Source: an optimization exercise on an open RTL-to-GDS flow (aim: small area, a short achievable clock period and few clock cycles). Production flows keep margins and buffers that such runs may drop. In this exercise RTL edits were held to simulation tests only and were not proved equivalent to the original.

==> design/flow/design.v <==
module kz_flow_policer (
    input  wire         clk,
    input  wire         rst,
    input  wire         req_valid,
    output wire         req_ready,
    input  wire [2:0]   req_op,
    input  wire [1:0]   req_idx,
    input  wire [15:0]  req_now,
    input  wire [2:0]   req_cost,
    input  wire [2:0]   req_class,
    input  wire         req_yellow,
    input  wire         req_posted,
    input  wire [127:0] req_data,
    output reg          resp_valid,
    output reg  [2:0]   resp_result,
    output reg  [2:0]   resp_class,
    output reg          resp_never,
    output reg          resp_forgiven,
    output reg  [127:0] resp_ctx
);
    localparam OP_FETCH   = 3'd0;
    localparam OP_ARRIVE  = 3'd1;
    localparam OP_DECIDE  = 3'd2;
    localparam OP_CONFIG  = 3'd3;
    localparam OP_REFRESH = 3'd4;
    localparam RES_DONE    = 3'd0;
    localparam RES_GREEN   = 3'd1;
    localparam RES_YELLOW  = 3'd2;
    localparam RES_SHAPER  = 3'd3;
    localparam RES_RED     = 3'd4;
    localparam RES_DISCARD = 3'd5;
    assign req_ready = 1'b1;
    reg [15:0]        last_q   [0:3];
    reg [26:0]        tc_q     [0:3];    
    reg [26:0]        tp_q     [0:3];
    reg signed [27:0] credit_q [0:3];    
    reg [7:0]         qcount_q [0:3];    
    reg [60:0]        cfg_q    [0:3];    
    reg         v_q;
    reg [2:0]   op_q;
    reg [1:0]   idx_q;
    reg [15:0]  now_q;
    reg [2:0]   cost_q;
    reg [2:0]   class_q;
    reg         yellow_q;
    reg         posted_q;
    reg [124:0] data_q;      
    reg [15:0]  dt_q;        
    reg [32:0]  rates_q;     
    reg         same_q;      
    wire [15:0] last_n;
    wire [60:0] cfg_n;
    wire        fwd      = v_q && (idx_q == req_idx);
    wire [60:0] cfg_s    = cfg_q[req_idx];
    wire [15:0] last_in  = fwd ? last_n : last_q[req_idx];
    wire [32:0] rates_in = fwd ? cfg_n[32:0] : cfg_s[32:0];
    wire [1:0]  otag_in  = fwd ? cfg_n[60:59] : cfg_s[60:59];
    always @(posedge clk) begin
        v_q      <= req_valid && !rst;
        op_q     <= req_op;
        idx_q    <= req_idx;
        now_q    <= req_now;
        cost_q   <= req_cost;
        class_q  <= req_class;
        yellow_q <= req_yellow;
        posted_q <= req_posted;
        data_q   <= req_data[124:0];
        dt_q     <= req_now - last_in;
        rates_q  <= rates_in;
        same_q   <= (req_data[124:123] == otag_in);
    end
    wire [15:0]        last   = last_q[idx_q];
    wire [26:0]        tc     = tc_q[idx_q];
    wire [26:0]        tp     = tp_q[idx_q];
    wire signed [27:0] credit = credit_q[idx_q];
    wire [7:0]         qcount = qcount_q[idx_q];
    wire [60:0]        cfg    = cfg_q[idx_q];
    wire [10:0] cir      = cfg[10:0];
    wire [10:0] pir      = cfg[21:11];
    wire [10:0] slope    = cfg[32:22];
    wire [5:0]  cbs      = cfg[38:33];
    wire [5:0]  pbs      = cfg[44:39];
    wire [5:0]  hicredit = cfg[50:45];
    wire [1:0]  shape    = cfg[52:51];
    wire [1:0]  meter    = cfg[54:53];
    wire        red_drop = cfg[55];
    wire [1:0]  yclass   = cfg[58:57];
    wire shape_credit = (shape == 2'b01);
    wire meter_on     = (meter == 2'b01) || (meter == 2'b10);
    wire meter_aware  = (meter == 2'b10);
    function [26:0] size16;
        input [5:0] code;
        size16 = (code == 6'd0) ? 27'd0 : ({7'd0, 1'b1, code[2:0], 16'd0} << code[5:3]);
    endfunction
    function [27:0] growth;
        input [10:0] code;
        input [15:0] d;
        reg   [22:0] p;
        reg   [37:0] s;
        begin
            p = code[6:0] * d;
            s = {15'd0, p} << code[10:7];
            growth = {|s[37:27], s[26:0]};
        end
    endfunction
    function [28:0] growth28;
        input [10:0] code;
        input [15:0] d;
        reg   [22:0] p;
        reg   [37:0] s;
        begin
            p = code[6:0] * d;
            s = {15'd0, p} << code[10:7];
            growth28 = {|s[37:28], s[27:0]};
        end
    endfunction
    wire [26:0] capc = size16(cbs);
    wire [26:0] capp = size16(pbs);
    wire [26:0] caps = size16(hicredit);
    wire [26:0] need = {8'd0, cost_q, 16'd0};
    wire [27:0] gc = growth(rates_q[10:0], dt_q);
    wire [27:0] gp = growth(rates_q[21:11], dt_q);
    wire [28:0] gs = growth28(rates_q[32:22], dt_q);
    wire [27:0] tc_room = {1'b0, capc} - {1'b0, tc};
    wire [27:0] tc_gap  = {1'b0, need} - {1'b0, tc};
    wire        tc_over = gc[27] || tc_room[27] || (gc[26:0] > tc_room[26:0]);
    wire [26:0] tc_sum  = tc + gc[26:0];
    wire [26:0] tc_upd  = tc_over ? capc : tc_sum;
    wire [26:0] tc_dec  = tc_over ? {capc[26:16] - {8'd0, cost_q}, capc[15:0]}
                                  : {tc_sum[26:16] - {8'd0, cost_q}, tc_sum[15:0]};
    wire        tc_short = tc_over ? (capc[26:16] < {8'd0, cost_q})
                                   : (!tc_gap[27] && (gc[26:0] < tc_gap[26:0]));
    wire [27:0] tp_room = {1'b0, capp} - {1'b0, tp};
    wire [27:0] tp_gap  = {1'b0, need} - {1'b0, tp};
    wire        tp_over = gp[27] || tp_room[27] || (gp[26:0] > tp_room[26:0]);
    wire [26:0] tp_sum  = tp + gp[26:0];
    wire [26:0] tp_upd  = tp_over ? capp : tp_sum;
    wire [26:0] tp_dec  = tp_over ? {capp[26:16] - {8'd0, cost_q}, capp[15:0]}
                                  : {tp_sum[26:16] - {8'd0, cost_q}, tp_sum[15:0]};
    wire        tp_short = tp_over ? (capp[26:16] < {8'd0, cost_q})
                                   : (!tp_gap[27] && (gp[26:0] < tp_gap[26:0]));
    wire [26:0]        cr_lim  = (qcount != 8'd0) ? caps : 27'd0;
    wire signed [28:0] cr_room = $signed({2'b00, cr_lim}) - {credit[27], credit};
    wire signed [28:0] cr_gap  = $signed({2'b00, need}) - {credit[27], credit};
    wire signed [28:0] cr_neg  = -{credit[27], credit};
    wire               cr_over = gs[28] || cr_room[28] || (gs[27:0] > cr_room[27:0]);
    wire signed [27:0] cr_sum  = credit + gs[27:0];
    wire               cr_below = credit[27] && !gs[28] && (gs[27:0] < cr_neg[27:0]);
    wire               cr_above = cr_gap[28] || gs[28] || (gs[27:0] > cr_gap[27:0]);
    wire signed [27:0] credit_upd = !shape_credit ? credit :
                                    cr_over ? $signed({1'b0, cr_lim}) : cr_sum;
    wire               upd_neg    = shape_credit ? cr_below : credit[27];
    wire col_red    = meter_on && tp_short;
    wire col_yellow = meter_on && !tp_short && (tc_short || (meter_aware && yellow_q));
    wire shaper_hold = shape_credit && cr_below;
    wire as_red      = col_red || (col_yellow && (class_q == 3'd1));
    wire discard     = as_red && posted_q && red_drop;
    wire        never    = (pir[6:0] == 7'd0) || (capp[26:16] < {8'd0, cost_q});
    wire [2:0] ycls      = (yclass == 2'b00) ? 3'd5 : (yclass == 2'b01) ? 3'd6 : 3'd7;
    wire [2:0] yel_class = (class_q > ycls) ? class_q : ycls;
    wire [26:0] tp_sent = meter_on ? tp_dec : tp_upd;
    wire [26:0] tc_sent = (meter_on && !col_yellow) ? tc_dec : tc_upd;
    wire signed [27:0] cr_lim_dec = {{1'b0, cr_lim[26:16]} - {9'd0, cost_q}, cr_lim[15:0]};
    wire signed [27:0] cr_sum_dec = {cr_sum[27:16] - {9'd0, cost_q}, cr_sum[15:0]};
    wire signed [27:0] credit_charged = !shape_credit ? credit :
                                        cr_over ? cr_lim_dec : cr_sum_dec;
    wire        cc_pos = !shape_credit ? (!credit[27] && (credit[26:0] != 27'd0)) :
                         cr_over ? (cr_lim[26:16] > {8'd0, cost_q}) : cr_above;
    wire [7:0]  q_dec = (qcount == 8'd0) ? 8'd0 : (qcount - 8'd1);
    wire signed [27:0] credit_sent = ((q_dec == 8'd0) && cc_pos) ? 28'sd0 : credit_charged;
    wire [60:0] new_cfg = data_q[124:64];
    wire        same_tag = same_q;
    wire        shaper_chg = (new_cfg[52:51] != shape) || (new_cfg[32:22] != slope) ||
                             (new_cfg[50:45] != hicredit);
    wire        meter_chg  = (new_cfg[54:53] != meter) || (new_cfg[10:0] != cir) ||
                             (new_cfg[21:11] != pir) || (new_cfg[38:33] != cbs) ||
                             (new_cfg[44:39] != pbs);
    wire        full_reset = new_cfg[56];
    wire [26:0] n_capc = size16(new_cfg[38:33]);
    wire [26:0] n_capp = size16(new_cfg[44:39]);
    wire [26:0] n_caps = size16(new_cfg[50:45]);
    wire keep_last = (op_q[2] && (op_q[1:0] != 2'b00)) || ((op_q == OP_CONFIG) && same_tag);
    assign last_n = (op_q == OP_FETCH) ? data_q[15:0] : keep_last ? last : now_q;
    reg [26:0]        tc_n;
    reg [26:0]        tp_n;
    reg signed [27:0] credit_n;
    reg [7:0]         qcount_n;
    reg [60:0]        cfg_nx;
    reg [2:0]         result_n;
    reg [2:0]         class_n;
    reg               never_n;
    reg               forgiven_n;
    always @(*) begin
        tc_n       = tc_upd;
        tp_n       = tp_upd;
        credit_n   = credit_upd;
        qcount_n   = qcount;
        cfg_nx     = cfg;
        result_n   = RES_DONE;
        class_n    = 3'd0;
        never_n    = 1'b0;
        forgiven_n = 1'b0;
        case (op_q)
            OP_FETCH: begin
                tc_n     = {data_q[29:16], 13'd0};
                tp_n     = {data_q[43:30], 13'd0};
                credit_n = {data_q[58:44], 13'd0};
                qcount_n = 8'd0;
                cfg_nx   = data_q[124:64];
            end
            OP_ARRIVE: begin
                qcount_n = (qcount == 8'hFF) ? 8'hFF : (qcount + 8'd1);
            end
            OP_DECIDE: begin
                if (shaper_hold) begin
                    result_n = RES_SHAPER;
                end else if (as_red) begin
                    if (discard) begin
                        result_n = RES_DISCARD;
                        qcount_n = q_dec;
                    end else begin
                        result_n = RES_RED;
                        never_n  = never;
                    end
                end else begin
                    result_n = col_yellow ? RES_YELLOW : RES_GREEN;
                    class_n  = col_yellow ? yel_class : class_q;
                    tp_n     = tp_sent;
                    tc_n     = tc_sent;
                    credit_n = credit_sent;
                    qcount_n = q_dec;
                end
            end
            OP_CONFIG: begin
                if (same_tag) begin
                    tc_n     = tc;
                    tp_n     = tp;
                    credit_n = credit;
                end else begin
                    cfg_nx = new_cfg;
                    if (shaper_chg) begin
                        forgiven_n = upd_neg;
                        credit_n   = full_reset ? $signed({1'b0, n_caps}) : 28'sd0;
                    end
                    if (meter_chg) begin
                        tc_n = full_reset ? n_capc : 27'd0;
                        tp_n = full_reset ? n_capp : 27'd0;
                    end
                end
            end
            OP_REFRESH: begin
            end
            default: begin
                tc_n     = tc;
                tp_n     = tp;
                credit_n = credit;
            end
        endcase
    end
    assign cfg_n = cfg_nx;
    wire [13:0] tc_bank = tc_n[26:13];    
    wire [13:0] tp_bank = tp_n[26:13];
    wire [14:0] cr_bank = (cfg_n[52:51] == 2'b10) ? 15'd0 : credit_n[27:13];   
    wire [4:0]  q_bank  = (qcount_n[7:5] != 3'd0) ? 5'd31 : qcount_n[4:0];
    wire [127:0] ctx_bank = {3'b000, cfg_n, q_bank, cr_bank, tp_bank, tc_bank, last_n};
    always @(posedge clk) begin
        if (v_q) begin
            last_q[idx_q]   <= last_n;
            tc_q[idx_q]     <= tc_n;
            tp_q[idx_q]     <= tp_n;
            credit_q[idx_q] <= credit_n;
            qcount_q[idx_q] <= qcount_n;
            cfg_q[idx_q]    <= cfg_n;
        end
    end
    always @(posedge clk) begin
        resp_valid    <= v_q && !rst;
        resp_result   <= result_n;
        resp_class    <= class_n;
        resp_never    <= never_n;
        resp_forgiven <= forgiven_n;
        resp_ctx      <= ctx_bank;
    end
endmodule
==> design/flow/flow/run.sh <==
#!/bin/bash
set -euo pipefail
bash standard.sh SETUP_SLACK_MARGIN=13 finish > make_finish.log 2>&1
==> design/flow/standard.sh <==
#!/bin/bash
# synth_recipe.tcl (not shown) runs the flow's synth.tcl, then flattens the netlist and writes it again
# the make line also repeats each setting of config.mk as NAME=value (left out here)
make -C /OpenROAD-flow-scripts/flow DESIGN_CONFIG=/design/flow/config.mk WORK_HOME=/design/flow/orfs CLKGATE_MAP_FILE= SYNTH_SCRIPT=/design/flow/synth_recipe.tcl "${@:-finish}"
==> design/flow/config.mk <==
export PLATFORM = sky130hd
export DESIGN_NAME = kz_flow_policer
export DESIGN_NICKNAME = kz_flow_policer
export VERILOG_FILES = /design/flow/design.v
export SDC_FILE = /design/flow/constraint.sdc
export NUM_CORES = 4
export LEC_CHECK = 0
export ABC_AREA = 1
export CAP_MARGIN = 20
export CORE_MARGIN = 2
export CORE_UTILIZATION = 40
export SETUP_SLACK_MARGIN = 0.3
export SLEW_MARGIN = 20
==> design/flow/constraint.sdc <==
create_clock -name core_clock -period 20.0 [get_ports {clk}]
set_input_delay 4.0000 -clock core_clock [delete_from_list [all_inputs] [get_ports {clk}]]
set_output_delay 4.0000 -clock core_clock [all_outputs]
set_load 0.01 [all_outputs]
==> results.txt, run 1 <==
fin crit period 8.249 ns; clk buf depth 3; Hold Buf Count CTS 0; CP Data Arrival Time 8.93 ns; routability cong. 0.9652; fillcell total 15630; clk sinks 1002; Final nets 9594; worst endpoint required time 20.68 ns; dpl cells 10490; DR WL/cell 22.05 um; Vias per Instance 5.534; First-pass DRT Iterations 6; core footprint 169700 um^2; Yosys reg bits 1002; final setup fails 0; CTS buffer count 98; final std cells w/o fill 11120; aggregate global-route resource usage 0.2710; Mean Syn Cell Area 8.336 um^2; Remaining DRCs 0; Vert. Die Dim 417.8 um; final period utilization 0.4124; Fin. Hold Viols 0; status timing/DRC/antenna clean; # rows 151; flop2flop setup slack 11.75 ns; Main synth FF type edfxtp_1; worst reg2reg path startpoint dt_q[5]; Synth cell types 80; Initial Util 0.4037; first-pass GRT wire length 361.0 mm; Clk Latency, worst-skew pair 0.77 ns; Slew Limit Fails 0; max capacitance violation total 0; Mapped Area 68490 um^2; initial antenna violation count 21; R2R Path End resp_ctx[57]; Yosys warning count 1; clock skew 0.05692 ns; io pins 298; headroom to the max-slew limit 0.1271; Clock H-tree levels 3; RSZ-0062 raised after global routing true; worst reg2reg path depth 47; ANT nets after route 0; worst setup margin 11.75 ns; end of the critical path resp_ctx[57]; Post-synth ARST share 0; Mapped Cells 8216; EDFF count, synth 668; Worst setup SP type flop; vias 61530; setup TNS 0 ns; Worst Tran Pin Value 1.309 ns; Place WS 9.845 ns; CP max FO 5; pin count of the biggest net entering global routing 81; final wirelength 245.2 mm; Worst path max stage delay 0.55 ns; Reg area 26840 um^2; Worst Setup SP dt_q[5]; CP max-delay cell fa_1; vias in the first global route 58780; Max Clock Freq 121.2 MHz; hold crit path type reg2reg; proportion of layout cells with a drive suffix above 1 0.2028; Die W 417.8 um; grt total ovfl 0; final core occ 0.5131; die area 174500 um^2; CP endpoint kind flop; footprint of the multi-input gates 41640 um^2; Root Buffer clkbuf_16; Seq/Total Area, Yosys 0.3905; Port-buffer cells 285; Worst Path Class, Setup reg2reg; Layout area overhead 27.11%; DP HPWL 171.5 mm; initial drt markers 5668; CTS tree yes; CTS clock-pin slew for the worst setup and hold paths 0.07 ns
==> routing by layer <==
| metal | GRT usage | wire (um) |
|---|---|---|
| met4 | 0.1418 | 13510 |
| met2 | 0.4179 | 108600 |
| met5 | 0 | 31 |
| met3 | 0.03634 | 17280 |
| met1 | 0.3710 | 105800 |
==> cells in the final DEF (no fill, tap or decap), drive strengths merged, types with 50 or more instances in the layout <==
| cell type | n |
|---|---|
| a22oi | 140 |
| nor2 | 566 |
| nand4 | 91 |
| nand3 | 432 |
| inv | 1133 |
| o21ai | 567 |
| dfxtp | 334 |
| a221oi | 70 |
| edfxtp | 668 |
| a31oi | 54 |
| fa | 217 |
| ha | 415 |
| o22ai | 86 |
| clkbuf | 141 |
| nor3 | 84 |
| clkdlybuf4s50 | 283 |
| xor2 | 232 |
| xnor2 | 71 |
| o211ai | 50 |
| a21oi | 426 |
| nand2 | 1944 |
| buf | 528 |
| mux2i | 50 |
==> synthesized netlist by cell type (all sizes together) (106+ instances only) <==
cell type	number	area, um^2
nand2	1943	7363
inv	1125	4225
edfxtp	668	20060
o21ai	567	2849
nor2	566	2208
nand3	430	2245
a21oi	426	2140
ha	415	5192
dfxtp	334	6686
clkbuf	233	874.6
xor2	232	2032
fa	217	4344
a22oi	140	1066
buf	106	769.5
==> stage by stage <==
stage                     hold WS (ns)  area [um^2]
after floorplan                 0.4394        69270
after global placement          0.4623        73810
after detailed placement        0.4653        73810
after CTS                       0.4732        83070
after global routing            0.4971        87030
final                           0.4770        87050
==> what timing repair did <==
item / CTS / global route
setup buffers: 269 / 149
gates cloned: 13 / 2
resized for setup: 850 / 624
endpoints found under the setup margin: 425 / 418
pin swaps: 200 / 283
==> worst min path at each step <==
stage / start / endpoint / slack [ns] / depth (start not counted)
3_5_place_dp: class_q[0] / resp_class[0] / 0.47 / 2
3_3_place_gp: class_q[0] / resp_class[0] / 0.46 / 2
6_report: class_q[0] / resp_class[0] / 0.48 / 2
2_1_floorplan: class_q[0] / resp_class[0] / 0.44 / 2
4_1_cts: class_q[0] / resp_class[0] / 0.47 / 2
5_1_grt: class_q[0] / resp_class[0] / 0.50 / 2
==> flip-flops by register name, indices dropped and copies added, names as in the netlist, 2 cells and up <==
register and cells:
tc_q 108, rates_q 33, resp_class 3, credit_q 112, tp_q 108, class_q 3
now_q 16, cost_q 3, dt_q 16, resp_ctx 125, idx_q 2, last_q 64
resp_result 3, qcount_q 32, cfg_q 244, op_q 3, data_q 120
==> cells by family (layout without fill, tap and decap cells) <==
logic type / after synthesis / after routing / share of synthesized area
adder cells (fa/ha/maj): 632 / 632 / 0.1392
AO/OA/AOI/OAI: 1548 / 1548 / 0.1411
XOR/XNOR: 303 / 303 / 0.03875
AND/OR/NAND/NOR: 3202 / 3205 / 0.1966
flip-flops: 1002 / 1002 / 0.3905
other: 2 / 18 / 0.0001097
buffers and inverters: 1477 / 2143 / 0.08641
multiplexers: 50 / 50 / 0.007307
==> cell type report <==
cell class,count,area share
Antenna cell,14,0.0004024
Clock buffer,138,0.03270
Clock inverter,47,0.005462
Inverter,1138,0.05048
Multi-Input combinational cell,5742,0.4783
Sequential cell,1002,0.3084
Tap cell,2218,0.03188
Timing Repair Buffer,817,0.09201
Timing Repair inverter,3,0.0004168
==> worst max-delay path: cells and delay by family (launching register included) <==
kind                     cells  cell delay, ns
adder cells (fa/ha/maj)      8            3.07
AND/OR/NAND/NOR             14            1.44
AO/OA/AOI/OAI                8            1.21
buffers and inverters       11            0.88
multiplexers                 3            0.69
XOR/XNOR                     3            0.50
flip-flops                   1            0.38
Testbench counts, summed over its fixed seeds: cycles 16,016.
==> inputs of run 2 (changes only) <==
--- a/design/flow/config.mk
+++ b/design/flow/config.mk
@@ -10,4 +10,7 @@
 export CORE_MARGIN = 2
 export CORE_UTILIZATION = 40
+export CTS_BUF_LIST = sky130_fd_sc_hd__clkbuf_8
+export CTS_CLUSTER_DIAMETER = 50
+export CTS_CLUSTER_SIZE = 16
 export SETUP_SLACK_MARGIN = 0.3
 export SLEW_MARGIN = 20
==> run 2 against run 1 <==
Core utilization fell by 1.5 points; non-clock buffer count down 46; clock skew up 0.013 ns; critical path depth down 1; design area down 2.9%; global-route usage is essentially flat; cell count down 0.48%; register-to-register slack hardly changed; die area stayed put; hold slack improved by 0.0011 ns; critical path type unchanged.
==> results.txt, run 2 <==
status timing/DRC/antenna clean; largest family of logic cells by synthesized area simple AND/OR/NAND/NOR gates; hold path cells 2; Max Clock Freq 121.4 MHz; grt total ovfl 0; most frequent cell after synthesis nand2_1; CP endpoint kind flop; final setup fails 0; pin count of the biggest net entering global routing 81; Worst setup SP type flop; headroom to the max-slew limit 0.2182; Seq/Total Area, Yosys 0.3905; DP HPWL 171.5 mm; Worst path max stage delay 0.55 ns; CP most frequent cell inv_2; Synth area leaders edfxtp_1, nand2_1, dfxtp_1; Die W 417.8 um; most frequent cells in the layout nand2_1, inv_1, edfxtp_1, nor2_1, buf_4; HP Start class_q[0]; most common cell after layout, fill and taps aside nand2_1; top post-synthesis cells by count nand2_1, inv_1, edfxtp_1, nor2_1, o21ai_0; Worst Setup SP dt_q[5]; Clk Latency, worst-skew pair 0.88 ns; Worst Path Class, Setup reg2reg; initial antenna violation count 18; io pins 298; clk sinks 1002; Post-Synth XOR/XNOR Area 0.03875; CTS tree yes; Post-synth ARST share 0; dpl cells 10490; Mapped Area 68490 um^2; Synth cell types 80; routability cong. 0.9652; final core occ 0.4980; R2R Path End tc_q[1][25]; First-pass DRT Iterations 6; Main synth FF type edfxtp_1; DR WL/cell 22.01 um; initial drt markers 5501; Yosys reg bits 1002; Final nets 9544; vias in the first global route 58950; Biggest register cfg_q; Post-Synth Simple-Gate Area 0.1966; largest registers cfg_q: 244 flops, resp_ctx: 125 flops, data_q: 120 flops; Largest register FFs 244; Vias per Instance 5.504; Adder-Cell Fraction of Synth Area 0.1392; final wirelength 243.6 mm; hold crit path type reg2reg; setup TNS 0 ns; RSZ-0062 raised after global routing true; multiplexer share of the synthesized area 0.007307; vias 60910; cell area after layout 84490 um^2; worst endpoint required time 20.54 ns; core footprint 169700 um^2; Worst Tran Pin Value 1.173 ns; Root Buffer clkbuf_8; Slew Limit Fails 0; proportion of layout cells with a drive suffix above 1 0.1847; Compound-Gate Fraction of Synth Area 0.1411; Yosys warning count 1; CTS clock-pin slew for the worst setup and hold paths 0.09 ns; Port-buffer cells 285; Yosys top cell by area edfxtp_1; max capacitance violation total 0; Vert. Die Dim 417.8 um; CTS buffer count 96; clock skew 0.06967 ns; clk buf depth 3; CP max-delay cell fa_1; Hold Path End resp_class[0]; Mean Syn Cell Area 8.336 um^2; fin crit period 8.236 ns; aggregate global-route resource usage 0.2711; CP max FO 6; Mapped Cells 8216; # rows 151; worst reg2reg path depth 46; Hold Buf Count CTS 0; die area 174500 um^2; Remaining DRCs 0; final period utilization 0.4118; CP Data Arrival Time 8.77 ns; Clock H-tree levels 3; final std cells w/o fill 11070; Initial Util 0.4037; ANT nets after route 0; EDFF count, synth 668; Layout area overhead 23.37%; proportion of netlist area held by the largest area contributor 0.2929; flop2flop setup slack 11.76 ns; first-pass GRT wire length 361.2 mm; worst reg2reg path startpoint dt_q[5]; Fin. Hold Viols 0; placed cell areas 73810 um^2
run 2: area by class of cell:
cell class | count | area (um^2)
antenna | 13 | 32.53
multi-input combinational | 5740 | 40880
fill | 16000 | 85170
clock buffer | 103 | 1418
clock inverter | 78 | 706.9
timing repair buffer | 771 | 7416
inverter | 1138 | 4370
timing repair inverter | 3 | 42.54
sequential | 1002 | 26850
tap | 2218 | 2775
run 2: timing repair:
item | 4_1_cts | 5_1_grt
pin swaps | 207 | 176
endpoints found under the hold margin | 0 | 0
buffers inserted | 286 | 84
cloned | 12 | 2
resized for setup | 898 | 362
endpoints found under the setup margin | 423 | 419
run 2: kinds of logic after synthesis:
kind of cell    count (synthesis)
xor+xnor                      303
flops                        1002
compound gates               1548
mux                            50
buf+inv                      1477
simple gates                 3202
other cells                     2
fa+ha+maj                     632
run 2: how the worst max path moves through the flow:
stage                     cells past startpoint              end  slack [ns]
after detailed placement                     40  credit_q[0][14]        9.84
after floorplan                              47      tc_q[0][25]       12.78
after global placement                       38  credit_q[0][15]        9.94
after global routing                         46      tc_q[1][25]       11.37
after CTS                                    47      tc_q[2][25]       11.98
final                                        46      tc_q[1][25]       11.76
run 2: metrics by stage:
stage / setup WS (ns) / hold slack [ns]
3_5_place_dp: 9.845 / 0.4653
4_1_cts: 11.98 / 0.4806
3_3_place_gp: 9.943 / 0.4623
5_1_grt: 11.37 / 0.5031
2_1_floorplan: 12.78 / 0.4394
6_report: 11.76 / 0.4781
run 2: per-layer routing:
metal | wire (um) | GRT usage | part of all wire
met5 | 34 | 0 | 0.00014
met4 | 13580 | 0.1418 | 0.056
met3 | 16840 | 0.03401 | 0.069
met2 | 107700 | 0.4205 | 0.44
met1 | 105400 | 0.3705 | 0.43
run 2: critical path, delay by kind of cell (launching register included):
family | cells | cell delay, ns
buf+inv | 10 | 0.87
compound gates | 9 | 1.21
flops | 1 | 0.36
xor+xnor | 3 | 0.49
fa+ha+maj | 7 | 2.88
mux | 3 | 0.56
simple gates | 14 | 1.55
==> inputs of run 3 (changes only) <==
==> design/flow/flow/run.sh (replaced) <==
#!/bin/bash
set -euo pipefail
bash standard.sh SETUP_SLACK_MARGIN=12 finish > make_finish.log 2>&1
--- a/design/flow/config.mk
+++ b/design/flow/config.mk
@@ -15,2 +15,3 @@
 export SETUP_SLACK_MARGIN = 0.3
 export SLEW_MARGIN = 20
+export TNS_END_PERCENT = 20
==> run 3 against run 2 <==
Die area unchanged; still clean on timing, DRC and antenna; synthesized cell count unchanged; critical path type unchanged; global-route usage decreased by 0.98 points.
==> results.txt, run 3 <==
Post-synth ARST share 0; status timing/DRC/antenna clean; final setup fails 0; vias 60080; Slew Limit Fails 0; worst path bufs/invs 12; Stages on worst setup path 42; Remaining DRCs 0; routability cong. 0.9625; proportion of layout cells with a drive suffix above 1 0.1584; initial antenna violation count 7; Mapped Cells 8216; RSZ-0062 raised after global routing true; First-pass DRT Iterations 8; most common cell after layout, fill and taps aside nand2_1; gr busiest metal met2; max capacitance violation total 0; Vias per Instance 5.503; worst endpoint required time 20.75 ns; Worst Path Class, Setup reg2reg; headroom to the max-slew limit 0.1868; CP Data Arrival Time 8.99 ns; met1 Resource Use GR 0.3629; Clock H-tree levels 3; final wirelength 237.9 mm; die area 174500 um^2; initial drt markers 5722; CP max-delay cell nor2_1; Seq/Total Area, Yosys 0.3905; final period utilization 0.4117; Mapped Area 68490 um^2; pin count of the biggest net entering global routing 100; clk sinks 1002; HP Start class_q[0]; CP max FO 7; most frequent cell after synthesis nand2_1; Yosys reg bits 1002; Largest register FFs 244; setup TNS 0 ns; Root Buffer clkbuf_8; Port-buffer cells 285; EDFF count, synth 668; Main synth FF type edfxtp_1; Clk Latency, worst-skew pair 0.86 ns; grt total ovfl 0; clock skew 0.06719 ns; end of the critical path resp_never; vias in the first global route 56960; largest registers cfg_q: 244 flops, resp_ctx: 125 flops, data_q: 120 flops; Final nets 9406; M2 GR Usage 0.4084; # rows 151; worst reg2reg path startpoint dt_q[3]; Worst setup SP type flop; Worst Setup SP dt_q[3]; core footprint 169700 um^2; Crit path max-delay family simple AND/OR/NAND/NOR gates; Synth cell types 80; Yosys top cell by area edfxtp_1; Mean Syn Cell Area 8.336 um^2; aggregate global-route resource usage 0.2613; Worst path max stage delay 0.56 ns; DR WL/cell 21.80 um; worst reg2reg path depth 42; ANT nets after route 0; Vert. Die Dim 417.8 um; flop2flop setup slack 11.77 ns; CTS tree yes; Worst Tran Pin Value 1.214 ns; Fin. Hold Viols 0; M3 GR Usage 0.03468; clk buf depth 3; top post-synthesis cells by count nand2_1, inv_1, edfxtp_1, nor2_1, o21ai_0; Die W 417.8 um; Hold Buf Count CTS 0; hold crit path type reg2reg; DP HPWL 168.6 mm; CP endpoint kind flop; proportion of netlist area held by the largest area contributor 0.2929; most frequent cells in the layout nand2_1, inv_1, edfxtp_1, nor2_1, o21ai_0; io pins 298; fin crit period 8.234 ns; R2R Path End resp_never; Initial Util 0.4037; Max Clock Freq 121.4 MHz; final core occ 0.4835; CTS clock-pin slew for the worst setup and hold paths 0.10 ns; Layout area overhead 19.78%; CTS buffer count 93; Yosys warning count 1; first-pass GRT wire length 349.3 mm; Biggest register cfg_q; Synth area leaders edfxtp_1, nand2_1, dfxtp_1
==> run 3: cell type report <==
| class | count | area, um^2 |
|---|---|---|
| fillers | 16170 | 87630 |
| multi-input cells | 5741 | 39730 |
| repair buffers | 636 | 6272 |
| well taps | 2218 | 2775 |
| diodes | 6 | 15.01 |
| repair inverters | 2 | 13.76 |
| clock buffers | 99 | 1363 |
| clock inverters | 75 | 718.2 |
| flip-flops and latches | 1002 | 26830 |
| inverters | 1138 | 4317 |
==> run 3: how the worst min path moves through the flow <==
stage                          endpoint  depth (start not counted)  slack (ns)
after floorplan           resp_class[0]                          2        0.44
after global placement    resp_class[0]                          2        0.46
after detailed placement  resp_class[0]                          2        0.47
after CTS                 resp_class[0]                          2        0.48
after global routing      resp_class[0]                          2        0.51
final                     resp_class[0]                          2        0.48
==> run 3: metrics by stage <==
| step | hold slack (ns) | setup WS (ns) | std cells | instance area (um^2) |
|---|---|---|---|---|
| 5_1_grt | 0.5099 | 11.42 | 10910 | 82030 |
| 3_3_place_gp | 0.4607 | 9.788 | 10470 | 73290 |
| 3_5_place_dp | 0.4684 | 9.643 | 10470 | 73290 |
| 4_1_cts | 0.4839 | 11.47 | 10770 | 78240 |
| 6_report | 0.4769 | 11.77 | 10920 | 82030 |
| 2_1_floorplan | 0.4394 | 10.42 | 8218 | 68500 |
==> run 3: worst register-to-register path: cells and delay by family, from the launching register on <==
kind / cells / cell delay, ns
muxes: 3 / 0.47
DFF: 1 / 0.45
adders and majority gates: 6 / 2.42
buffers and inverters: 12 / 1.42
and+or+nand+nor: 16 / 2.47
AOI/OAI and AO/OA: 4 / 0.68
xor gates and xnor gates: 1 / 0.25
==> run 3: cells by family after synthesis <==
family	Yosys count	synth area share
fa+ha+maj	632	0.1392
flops	1002	0.3905
compound gates	1548	0.1411
other cells	2	0.0001097
buf+inv	1477	0.08641
simple gates	3202	0.1966
xor+xnor	303	0.03875
mux	50	0.007307
==> run 3: metal layers <==
| metal | wire length, um | vias to the layer above |
|---|---|---|
| met3 | 16450 | 413 |
| met5 | 53 | - |
| li1 | - | 28370 |
| met1 | 103900 | 29130 |
| met2 | 106300 | 2158 |
| met4 | 11280 | 8 |
==> run 3: timing repair <==
action / CTS / global route
gates cloned: 11 / 7
setup endpoints to repair: 416 / 347
gates resized for setup: 454 / 627
buffers inserted: 113 / 133
pin swaps: 90 / 185

==> port drivers added, routing unchanged <==
Ports are ideal in the flow. The routed layouts listed here were re-timed in OpenROAD. Step 1: set_driving_cell puts a clkbuf_16 on clk and a buf_2 on each other input, an assumption about the parent block. Step 2 moves the port delays by t, midway between the first and last clock arrival at a register: inputs arrive t later, outputs are due t later. That takes back most of the time a late clock gives input paths. Slacks: ideal / step 1 / step 2; pairs: ideal / step 1.
run	shift t [ns]	slack for setup (ns)	worst hold slack (ns)	clock arrival spread, ns	worst register clock-pin slew, ns
run 1	0.818	11.751 / 11.751 / 11.751	0.477 / 0.477 / 0.477	0.057 / 0.057	0.07 / 0.07
run 2	0.924	11.764 / 11.764 / 11.764	0.478 / 0.478 / 0.478	0.070 / 0.070	0.10 / 0.10
run 3	0.911	11.766 / 11.766 / 11.552	0.477 / 0.477 / 0.477	0.067 / 0.067	0.10 / 0.10
After both steps every run listed still meets setup and hold. The setup slack of run 3, which loses most, moves by 0.000 ns with the drivers and by -0.214 ns with both steps.
